This is an optimization exercise on Yosys and OpenROAD, whose aim is small area, a short achievable clock period and few clock cycles, not a production implementation. Function was checked by simulation only, so behaviour that the tests miss may differ from the original.

red:
Design vbc_block_decoder, start of the top module:
module vbc_block_decoder (
    input  wire        clk,
    input  wire        rst,           
    input  wire        in_valid,
    output wire        in_ready,
    input  wire [31:0] in_data,       
    input  wire [4:0]  in_w,          
    output reg         out_valid,
    output wire [15:0] out_sample,    
    output reg         out_last       
);
    reg [31:0] slot0, slot1;
    reg        wp;            
    reg [1:0]  cnt;           
    reg [5:0]  ptr;
    reg [4:0]  w_in;          
    assign in_ready = !cnt[1];
    wire accept = in_valid && !cnt[1];
    reg        hdr;           
    reg        raw;
    reg [1:0]  pred;
    reg [4:0]  w;
    reg [17:0] ab;            
    reg        ua;
    reg [7:0]  idx;           
    reg [3:0]  idle;          
    reg [16:0] u2;            
    reg        v2;
    reg [15:0] hist [0:15];
    assign out_sample = hist[0];
    reg  [15:0] wmask;        
    integer wi;
    always @(*)
        for (wi = 0; wi < 16; wi = wi + 1)
            wmask[wi] = w > wi;
    wire [17:0] ub = ua ? {2'b0, u2[15:0]} : 18'd0;
    wire [17:0] cg [0:5];     
    wire [17:0] cp [0:5];
    assign cg[0] = ab & ub;
    assign cp[0] = ab ^ ub;
    genvar gl, gi;
    generate
        for (gl = 0; gl < 5; gl = gl + 1) begin : pfx
            for (gi = 0; gi < 18; gi = gi + 1) begin : bit_
                if (gi >= (1 << gl)) begin : comb
                    assign cg[gl+1][gi] = cg[gl][gi] | (cp[gl][gi] & cg[gl][gi - (1 << gl)]);
                    assign cp[gl+1][gi] = cp[gl][gi] & cp[gl][gi - (1 << gl)];
                end else begin : pass
                    assign cg[gl+1][gi] = cg[gl][gi];
                    assign cp[gl+1][gi] = cp[gl][gi];
                end
            end
        end
    endgenerate
    wire [17:0] carry = {cg[5][16:0], 1'b0};      
    wire [17:0] a     = cp[0] ^ carry;
    wire [17:0] hi    = ab | ub;
    reg  [15:0] kt;
    integer j;
    always @(*) begin
        kt[0] = 1'b1;
        for (j = 1; j < 16; j = j + 1)
            kt[j] = wmask[j] && (((hi >> (j + 2)) != 18'd0) || carry[j + 2]);
    end
    reg  [3:0] k;
    always @(*) begin
        k = 4'd0;
  ...
clock: 10.0 ns
lec_check: 0
abc_area: 1
cap_margin: 20
core_margin: 2
core_utilization: 40
cts_cluster_diameter: 100
cts_cluster_size: 25
gpl_routability_driven: 0
setup_slack_margin: 4.25
slew_margin: 20
run.sh (not shown) runs the stock make flow with config.mk's settings and CLKGATE_MAP_FILE= SYNTH_SCRIPT=/design/flow/synth_recipe.tcl, a recipe that flattens the netlist after the stock synthesis.
Testbench counts of red, summed over its fixed seeds: cycles 98,969.
### red -> blue
Settings: removing GPL_ROUTABILITY_DRIVEN (formerly 0); changing SETUP_SLACK_MARGIN from 4.25 to 4.1.
==> notes.md <==
- The critical path's slowest cell comes out dfxtp_4 in one run and edfxtp_1 in the other, namely in red and blue respectively.
- Area growth from synthesis to layout in blue vs red: down 1.1 points
- On clock slew at the register clock pins of the worst setup and hold paths, red tracks blue almost exactly.
- Register-to-register slack came out lower on blue than on red.
> inputs changed (blue -> green)
Settings: SETUP_SLACK_MARGIN changed from 4.1 to 4.25; GPL_TIMING_DRIVEN newly set to 0.
### Flow results
- [compare] base=blue new=green: area after synthesis comparable, detailed-route wire length now larger, count of clock-buffer cells in the layout now larger.
The inputs of orange differ from those of green as listed below.
Settings: PLACE_DENSITY now 0.65, previously not set; GPL_TIMING_DRIVEN no longer set, was 0; CORE_UTILIZATION now 48, was 40.
==> notes.md <==
Compared with green, orange degrades worst hold slack.
The lower die outline area came out of orange.
orange vs green — total met3 wirelength after detailed routing climbed by more than 10%
On data arrival time of the worst path, the higher figure sits with green, not orange.
Taking green as the reference, in orange final-stage net count decreased 2.4%, combined area of the multi-input logic cells -1.9%.
Lower per-cell routed wire length goes to orange over green.
green → orange: met3 demand-to-capacity share in global routing roughly the same; sequential portion of the cell area increased 1.3 points.
orange ended up with cnt[0] as its critical path capture point; green ended up with ab[7].


Setup of exp/tundra:
Starting RTL as in the previous note.
## vbc_block_decoder
module vbc_block_decoder (
    input  wire        clk,
    input  wire        rst,           
    input  wire        in_valid,
    output wire        in_ready,
    input  wire [31:0] in_data,       
    input  wire [4:0]  in_w,          
    output reg         out_valid,
    output wire [15:0] out_sample,    
    output reg         out_last       
);
    reg [31:0] slot0, slot1;
    reg        wp;            
    reg [1:0]  cnt;           
    reg [5:0]  ptr;
    reg [4:0]  w_in;          
    assign in_ready = !cnt[1];
    wire accept = in_valid && !cnt[1];
    reg        hdr;           
    reg        raw;
    reg [1:0]  pred;
    reg [4:0]  w;
    reg [17:0] ab;            
    reg        ua;
    reg [7:0]  idx;           
    reg [3:0]  idle;          
    reg [16:0] u2;            
    reg        v2;
    reg [15:0] hist [0:15];
    assign out_sample = hist[0];
    reg  [15:0] wmask;        
    integer wi;
    always @(*)
        for (wi = 0; wi < 16; wi = wi + 1)
            wmask[wi] = w > wi;
    wire [17:0] ub = ua ? {2'b0, u2[15:0]} : 18'd0;
    wire [17:0] cg [0:5];     
    wire [17:0] cp [0:5];
    assign cg[0] = ab & ub;
    assign cp[0] = ab ^ ub;
  ...
Settings: LEC_CHECK=0, ABC_AREA=1, CAP_MARGIN=20, CORE_MARGIN=2, CORE_UTILIZATION=40, CTS_CLUSTER_DIAMETER=100, CTS_CLUSTER_SIZE=25, SETUP_SLACK_MARGIN=4.75, SLEW_MARGIN=20; clock period 10.0 ns.
exp/tundra completed every stage of the flow, and the final layout passed the timing, design-rule and antenna checks.
Testbench counts of exp/tundra, summed over its fixed seeds: cycles 98,969.
### exp/tundra -> exp/raven
Settings: setting CTS_BUF_LIST to sky130_fd_sc_hd__clkbuf_8 sky130_fd_sc_hd__clkbuf_16 for the first time; changing SETUP_SLACK_MARGIN from 4.75 to 4.25.
[summary]
exp/raven: full flow OK, the timing, design-rule and antenna checks passed. There was hardly any difference in worst hold slack between exp/tundra and exp/raven. Between exp/raven and exp/tundra, number of nets in the finished design is higher for exp/tundra, exp/raven comes in under that. exp/raven against exp/tundra; overall routed net length is down by a few percent.
Inputs modified between exp/raven and exp/juniper:
Settings: SETUP_SLACK_MARGIN: 4.25 -> 4.0; PLACE_DENSITY: unset -> 0.5; CTS_BUF_LIST: sky130_fd_sc_hd__clkbuf_8 sky130_fd_sc_hd__clkbuf_16 -> unset.
## What came out
exp/juniper against exp/raven: worst clock skew on the final layout has remained practically unchanged; final setup slack of the worst path has decreased. Worst hold slack in exp/juniper is 0.017 ns lower than in exp/raven. Final weighted congestion in routability-driven placement, exp/juniper vs exp/raven: down by a few percent.
Relative to exp/juniper, the following input files were edited for exp/garnet:
Settings: clearing PLACE_DENSITY, which used to be 0.5.
==> flow/flow/run.sh (new file) <==
#!/bin/bash
# The standard layout (standard.sh), with one change: ABC's area script
# (ABC_AREA 1) maps the logic with a stronger script (fraig, scorr, dc2,
# dch -f and the &nf mapper) in place of ORFS's dch and map -B 0.9.
# Everything else is ORFS's own scripts, through a folder of links to them.
set -e
here=$(pwd)
mkdir -p "$here/scripts"
for f in "$FLOW_HOME"/scripts/*; do
    ln -sf "$f" "$here/scripts/$(basename "$f")"
done
rm -f "$here/scripts/abc_area.script"
cp "$here/flow/abc_area.script" "$here/scripts/abc_area.script"
export SCRIPTS_DIR="$here/scripts"
bash standard.sh > "$here/standard.log" 2>&1
==> flow/flow/abc_area.script (new file) <==
strash
&get -n
&fraig -x
&put
dc2
strash
&get -n
&dch -f
&nf
&put
buffer -c
topo
stime -c
upsize -c
dnsize -c
==> flow/standard.sh (new file) <==
#!/bin/bash
# synth_recipe.tcl (not shown) runs the flow's synth.tcl, then flattens the netlist and writes it again
# the make line also repeats each setting of config.mk as NAME=value (left out here)
make -C /OpenROAD-flow-scripts/flow DESIGN_CONFIG=/design/flow/config.mk WORK_HOME=/design/flow/orfs CLKGATE_MAP_FILE= SYNTH_SCRIPT=/design/flow/synth_recipe.tcl "${@:-finish}"
removed: flow/run.sh
Notes after the runs:
- exp/garnet ended with every stage complete and zero timing, DRC or antenna violations.
- Peak clock frequency supported by timing is lower on exp/garnet
- From exp/juniper to exp/garnet the numbers moved as follows: met2 global-route usage lower, global-route wire length before repair lower, first-iteration DRC count lower.
- exp/juniper → exp/garnet: number of filler instances in the final layout saw a decrease, critical path depth saw an increase, number of antenna repair diodes saw little to no change, clock period minus worst slack saw an increase, area added between synthesis and finish saw an increase.


vbc_block_decoder again, from the RTL that the note above started with.
==> flow/config.mk <==
export PLATFORM = sky130hd
export DESIGN_NAME = vbc_block_decoder
export DESIGN_NICKNAME = vbc_block_decoder
export VERILOG_FILES = /design/flow/design.v
export SDC_FILE = /design/flow/constraint.sdc
export NUM_CORES = 4
export LEC_CHECK = 0
export ABC_AREA = 1
export CAP_MARGIN = 20
export CORE_MARGIN = 2
export CORE_UTILIZATION = 40
export CTS_CLUSTER_DIAMETER = 100
export CTS_CLUSTER_SIZE = 30
export SETUP_SLACK_MARGIN = 4.25
export SLEW_MARGIN = 20
==> flow/constraint.sdc <==
create_clock -name core_clock -period 10.0 [get_ports {clk}]
set_input_delay 2.0000 -clock core_clock [delete_from_list [all_inputs] [get_ports {clk}]]
set_output_delay 2.0000 -clock core_clock [all_outputs]
set_load 0.01 [all_outputs]
Stock flow here: none of the scripts above is used.
Testbench counts at the start, summed over its fixed seeds: cycles 98,969.
Rerun with:
Settings changed: CORE_UTILIZATION 40 to 35, CTS_CLUSTER_SIZE 30 to 25.
Effect: Worst setup slack gets worse by 0.060 ns. Die area came out higher by 14%. Final cell count came out higher by 3.6%. Wire length came out higher by 1.1%.


run 1:
The RTL this note starts from:
==> flow/design.v <==
module vbc_block_decoder (
    input  wire        clk,
    input  wire        rst,           
    input  wire        in_valid,
    output wire        in_ready,
    input  wire [31:0] in_data,       
    input  wire [4:0]  in_w,          
    output reg         out_valid,
    output wire [15:0] out_sample,    
    output reg         out_last       
);
    reg [31:0] slot0, slot1;
    reg        wp;            
    reg [1:0]  cnt;           
    reg [5:0]  ptr;
    reg [4:0]  w_in;          
    assign in_ready = !cnt[1];
    wire accept = in_valid && !cnt[1];
    reg        hdr;           
    reg        raw;
    reg [1:0]  pred;
    reg [4:0]  w;
    reg [17:0] ab;            
    reg        ua;
    reg [7:0]  idx;           
    reg [3:0]  idle;          
    reg [16:0] u2;            
    reg        v2;
    reg [15:0] hist [0:15];
    assign out_sample = hist[0];
    reg  [15:0] wmask;        
    integer wi;
    always @(*)
        for (wi = 0; wi < 16; wi = wi + 1)
            wmask[wi] = w > wi;
    wire [17:0] ub = ua ? {2'b0, u2[15:0]} : 18'd0;
    wire [17:0] cg [0:5];     
    wire [17:0] cp [0:5];
    assign cg[0] = ab & ub;
    assign cp[0] = ab ^ ub;
    genvar gl, gi;
    generate
        for (gl = 0; gl < 5; gl = gl + 1) begin : pfx
            for (gi = 0; gi < 18; gi = gi + 1) begin : bit_
                if (gi >= (1 << gl)) begin : comb
                    assign cg[gl+1][gi] = cg[gl][gi] | (cp[gl][gi] & cg[gl][gi - (1 << gl)]);
                    assign cp[gl+1][gi] = cp[gl][gi] & cp[gl][gi - (1 << gl)];
                end else begin : pass
                    assign cg[gl+1][gi] = cg[gl][gi];
                    assign cp[gl+1][gi] = cp[gl][gi];
                end
            end
        end
    endgenerate
    wire [17:0] carry = {cg[5][16:0], 1'b0};      
    wire [17:0] a     = cp[0] ^ carry;
    wire [17:0] hi    = ab | ub;
    reg  [15:0] kt;
    integer j;
    always @(*) begin
        kt[0] = 1'b1;
        for (j = 1; j < 16; j = j + 1)
            kt[j] = wmask[j] && (((hi >> (j + 2)) != 18'd0) || carry[j + 2]);
    end
    reg  [3:0] k;
    always @(*) begin
        k = 4'd0;
        for (j = 1; j < 16; j = j + 1)
            if (kt[j]) k = j;
    end
    wire [15:0] kmask = {1'b0, kt[15:1]};
    wire [31:0] wd0 = ptr[5] ? slot1 : slot0;
    wire [62:0] sh0 = ptr[5] ? {slot0[30:0], slot1} : {slot1[30:0], slot0};
    wire [46:0] sh1 = ptr[4] ? sh0[62:16] : sh0[46:0];
    wire [38:0] sh2 = ptr[3] ? sh1[46:8]  : sh1[38:0];
    wire [34:0] sh3 = ptr[2] ? sh2[38:4]  : sh2[34:0];
    wire [32:0] sh4 = ptr[1] ? sh3[34:2]  : sh3[32:0];
    wire [31:0] S   = ptr[0] ? sh4[32:1]  : sh4[31:0];
    reg  [4:0]  q;
    integer m;
    always @(*) begin
        q = 5'd16;
        for (m = 15; m >= 0; m = m - 1)
            if (!S[m]) q = m;
    end
    wire esc = q[4];
    wire [23:0] r1  = q[3] ? {1'b0, S[31:9]} : S[24:1];
    wire [19:0] r2  = q[2] ? r1[23:4]  : r1[19:0];
    wire [17:0] r3  = q[1] ? r2[19:2]  : r2[17:0];
    wire [15:0] rem = q[0] ? r3[16:1]  : r3[15:0];
    wire [4:0]  qk1 = k[0] ? {q[3:0], 1'b0} : {1'b0, q[3:0]};
    wire [6:0]  qk2 = k[1] ? {qk1, 2'b0}    : {2'b0, qk1};
    wire [10:0] qk3 = k[2] ? {qk2, 4'b0}    : {4'b0, qk2};
    wire [15:0] qk  = k[3] ? {qk3[7:0], 8'b0} : {5'b0, qk3};
    reg  [16:0] u;
    always @(*) begin
        if (raw)      u = {S[15:0] & wmask, 1'b0};
        else if (esc) u = {1'b0, S[31:16] & wmask};
        else          u = {1'b0, qk | (rem & kmask)};
    end
    wire [5:0]  pos_raw = {1'b0, ptr[4:0]} + {1'b0, w};
    wire [5:0]  pos_esc = pos_raw + 6'd16;
    wire [5:0]  xq      = {1'b0, ptr[4:0]} + {2'b0, q[3:0]};
    wire [5:0]  pos_cod = xq + {2'b0, k} + 6'd1;
    wire [5:0]  end_pos = raw ? pos_raw : esc ? pos_esc : pos_cod;
    reg  [47:0] W;
    integer n;
    always @(*)
        for (n = 0; n < 48; n = n + 1)
            W[n] = (n >= 32) ? 1'b1 : (n >= 17) ? kt[(32 - n) & 15] : 1'b0;
    wire [47:0] Wp      = {1'b1, W[47:1]};
    wire        strad_c = W[xq];
    wire        end5_c  = Wp[xq];
    wire        strad   = raw ? pos_raw > 6'd32 : esc ? pos_esc > 6'd32 : strad_c;
    wire        end5    = raw ? pos_raw[5]      : esc ? pos_esc[5]      : end5_c;
    wire        go      = !hdr && cnt != 2'd0 && (cnt[1] || !strad) && (idx == 8'd0 || idle == 4'd0);
    wire        last    = (idx == 8'd255);
    wire        hgo     = hdr && cnt != 2'd0;
    wire [1:0]  npop    = hgo ? 2'd1 : !go ? 2'd0 : last ? {strad, !strad} : {1'b0, end5};
    wire [1:0]  cnt_a   = cnt + {1'b0, accept};
    wire [1:0]  cnt_a1  = cnt_a - 2'd1;
    wire [1:0]  cnt_n   = npop[1] ? 2'd0 : npop[0] ? cnt_a1 : cnt_a;
    wire        upd     = go && !raw;
    wire [17:0] a_dec   = a - {2'b0, a[17:2]};
    wire [17:0] ab_n    = upd ? a_dec : a;
    always @(posedge clk) begin
        if (rst) begin
            cnt <= 2'd0;
            wp  <= 1'b0;
            ptr <= 6'd0;
            hdr <= 1'b1;
            idx <= 8'd0;
            v2  <= 1'b0;
            out_valid <= 1'b0;
        end else begin
            cnt <= cnt_n;
            wp  <= wp ^ accept;
            if (hgo || (go && last))
                ptr <= {ptr[5] ^ npop[0], 5'd0};
            else if (go)
                ptr <= {ptr[5] ^ end5, end_pos[4:0]};
            if (hdr) begin
                if (cnt != 2'd0) begin
                    hdr  <= 1'b0;
                    w    <= w_in;
                    pred <= wd0[1:0];
                    raw  <= wd0[6];
                end
            end else if (go) begin
                idx <= idx + 8'd1;
                if (last) hdr <= 1'b1;
            end
            v2 <= go;
            out_valid <= v2;
        end
        if (accept) w_in <= in_w;
        if (accept && !wp) slot0 <= in_data;
        if (accept &&  wp) slot1 <= in_data;
        if (hdr) begin
            ab <= 18'd4 << wd0[5:2];
            ua <= 1'b0;
        end else begin
            ab <= ab_n;
            ua <= upd;
        end
        idle     <= go ? 4'd0 : idle + 4'd1;
        u2       <= u;
        out_last <= (idx == 8'd0);
    end
    wire        first = (idx == 8'd1);
    wire        x0    = (idx[3:0] == 4'd1);
    wire        y0    = (idx[7:4] == 4'd0 && idx[3:0] != 4'd0) || (idx == 8'd16);
    wire        coded = !first && !raw;
    wire        use0  = coded && (pred == 2'd1 ? !x0 : pred == 2'd2 &&  y0);
    wire        use15 = coded && (pred == 2'd1 ?  x0 : pred == 2'd2 && !y0);
    wire [15:0] p     = (hist[0] & {16{use0}}) | (hist[15] & {16{use15}});
    wire [15:0] r = u2[16:1] ^ {16{u2[0]}};
    wire [15:0] s = (p + r) & wmask;
    integer h;
    always @(posedge clk) begin
        hist[0] <= v2 ? s : hist[15];
        for (h = 1; h < 16; h = h + 1) hist[h] <= hist[h-1];
    end
endmodule
Settings: LEC_CHECK=0, ABC_AREA=1, CAP_MARGIN=20, CORE_MARGIN=2, CORE_UTILIZATION=40, CTS_CLUSTER_DIAMETER=100, CTS_CLUSTER_SIZE=25, SETUP_SLACK_MARGIN=4.4, SLEW_MARGIN=20; clock period 10.0 ns.
Testbench counts of run 1, summed over its fixed seeds: cycles 98,969.
Modified inputs, run 2 compared to run 1
diff --git a/flow/config.mk b/flow/config.mk
--- a/flow/config.mk
+++ b/flow/config.mk
@@ -10,6 +10,7 @@
 export CORE_MARGIN = 2
 export CORE_UTILIZATION = 40
-export CTS_CLUSTER_DIAMETER = 100
-export CTS_CLUSTER_SIZE = 25
-export SETUP_SLACK_MARGIN = 4.4
+export CTS_BUF_LIST = sky130_fd_sc_hd__clkbuf_8
+export CTS_CLUSTER_DIAMETER = 60
+export CTS_CLUSTER_SIZE = 15
+export SETUP_SLACK_MARGIN = 4.25
 export SLEW_MARGIN = 20
==> comparison <==
Looking at destination of the critical timing path, the ab[13]$_DFF_P_ result is from run 1; the ab[12]$_DFF_P_ one comes from run 2.
Compared to run 1, run 2 shows a narrower setup margin.
Of run 2 and run 1, it is run 2 that has the lower number of buffers inserted to repair setup after CTS.
Looking at clock network area share, run 2 sits above run 1.
In terms of instance count of the mapped netlist, run 2 and run 1 differ only marginally.
Setup changes, run 2 to run 3
diff --git a/flow/config.mk b/flow/config.mk
--- a/flow/config.mk
+++ b/flow/config.mk
@@ -10,7 +10,6 @@
 export CORE_MARGIN = 2
 export CORE_UTILIZATION = 40
-export CTS_BUF_LIST = sky130_fd_sc_hd__clkbuf_8
-export CTS_CLUSTER_DIAMETER = 60
-export CTS_CLUSTER_SIZE = 15
-export SETUP_SLACK_MARGIN = 4.25
+export CTS_CLUSTER_DIAMETER = 100
+export CTS_CLUSTER_SIZE = 20
+export SETUP_SLACK_MARGIN = 4.0
 export SLEW_MARGIN = 20
Notes after the runs:
As of run 3, logic depth of the worst register-to-register path had fallen by more than a quarter compared to run 2. The run showing the smaller via count is run 3. ~same clock transition at the registers of the reported paths in run 3 and run 2. Looking at termination of the worst setup path, the ptr[4]$_SDFFE_PP0P_ result is from run 3; the ab[12]$_DFF_P_ one comes from run 2.
Modified inputs, run 4 compared to run 3
diff --git a/flow/config.mk b/flow/config.mk
--- a/flow/config.mk
+++ b/flow/config.mk
@@ -11,5 +11,5 @@
 export CORE_UTILIZATION = 40
 export CTS_CLUSTER_DIAMETER = 100
-export CTS_CLUSTER_SIZE = 20
+export CTS_CLUSTER_SIZE = 30
 export SETUP_SLACK_MARGIN = 4.0
 export SLEW_MARGIN = 20
--- outcome ---
- In the tables for run 4 and run 3, utilization reads lower with run 4.
- Looking at depth of the worst register-to-register path, run 4 sits above run 3.
- Setup slack: run 4 less than run 3
- Diff run 3 -> run 4 | final period utilization | increase of 0.25 points
- The worst hold slack after final layout number comes out higher for run 4 vs run 3.
- Of run 4 and run 3, the run reporting the lower iteration count of the initial detailed-routing pass was run 4.
- The global-route wire length before repair was comparable across run 4 and run 3.

[re-timing with driven ports]
No port has a modelled driver above. Below, the same layouts with a new extraction and two added sets of constraints.
Step 1: set_driving_cell puts a clkbuf_16 on clk and a buf_2 on each other input, an assumption about the parent block.
Step 2 times the ports against the registers' clock, not the clock port: input delays grow and output delays shrink by t, the midpoint of the rising clock arrivals with the driver on.
a / b / c = no drivers / after step 1 / after step 2; a / b = the first two.
run | t (ns) | setup slack, ns | hold WS [ns] | worst setup path at the end | pins driven straight from the clock port
red | 0.595 | 4.475 / 4.475 / 4.475 | 0.316 / 0.316 / 0.316 | register to register | 1
blue | 0.605 | 4.415 / 4.415 / 4.415 | 0.327 / 0.327 / 0.327 | register to register | 1
green | 0.618 | 4.509 / 4.509 / 4.509 | 0.322 / 0.322 / 0.322 | register to register | 1
orange | 0.604 | 4.569 / 4.569 / 4.569 | 0.304 / 0.304 / 0.304 | register to register | 1
exp/tundra | 0.608 | 4.720 / 4.720 / 4.720 | 0.328 / 0.328 / 0.328 | register to register | 1
exp/raven | 0.605 | 4.612 / 4.612 / 4.612 | 0.327 / 0.327 / 0.327 | register to register | 1
exp/juniper | 0.619 | 4.165 / 4.165 / 4.165 | 0.310 / 0.310 / 0.310 | register to register | 1
exp/garnet | 0.604 | 3.463 / 3.463 / 3.463 | 0.314 / 0.314 / 0.314 | register to register | 1
the first run of note 3 | 0.609 | 4.513 / 4.513 / 4.513 | 0.331 / 0.331 / 0.331 | register to register | 1
the second run of note 3 | 0.619 | 4.453 / 4.453 / 4.453 | 0.317 / 0.317 / 0.317 | register to register | 1
run 1 | 0.607 | 4.578 / 4.578 / 4.578 | 0.327 / 0.327 / 0.327 | register to register | 1
run 2 | 0.656 | 4.516 / 4.516 / 4.516 | 0.316 / 0.316 / 0.316 | register to register | 1
run 3 | 0.614 | 4.412 / 4.412 / 4.412 | 0.327 / 0.327 / 0.327 | register to register | 1
run 4 | 0.605 | 4.388 / 4.388 / 4.388 | 0.331 / 0.331 / 0.331 | register to register | 1
After both steps setup and hold are still met in every run listed.
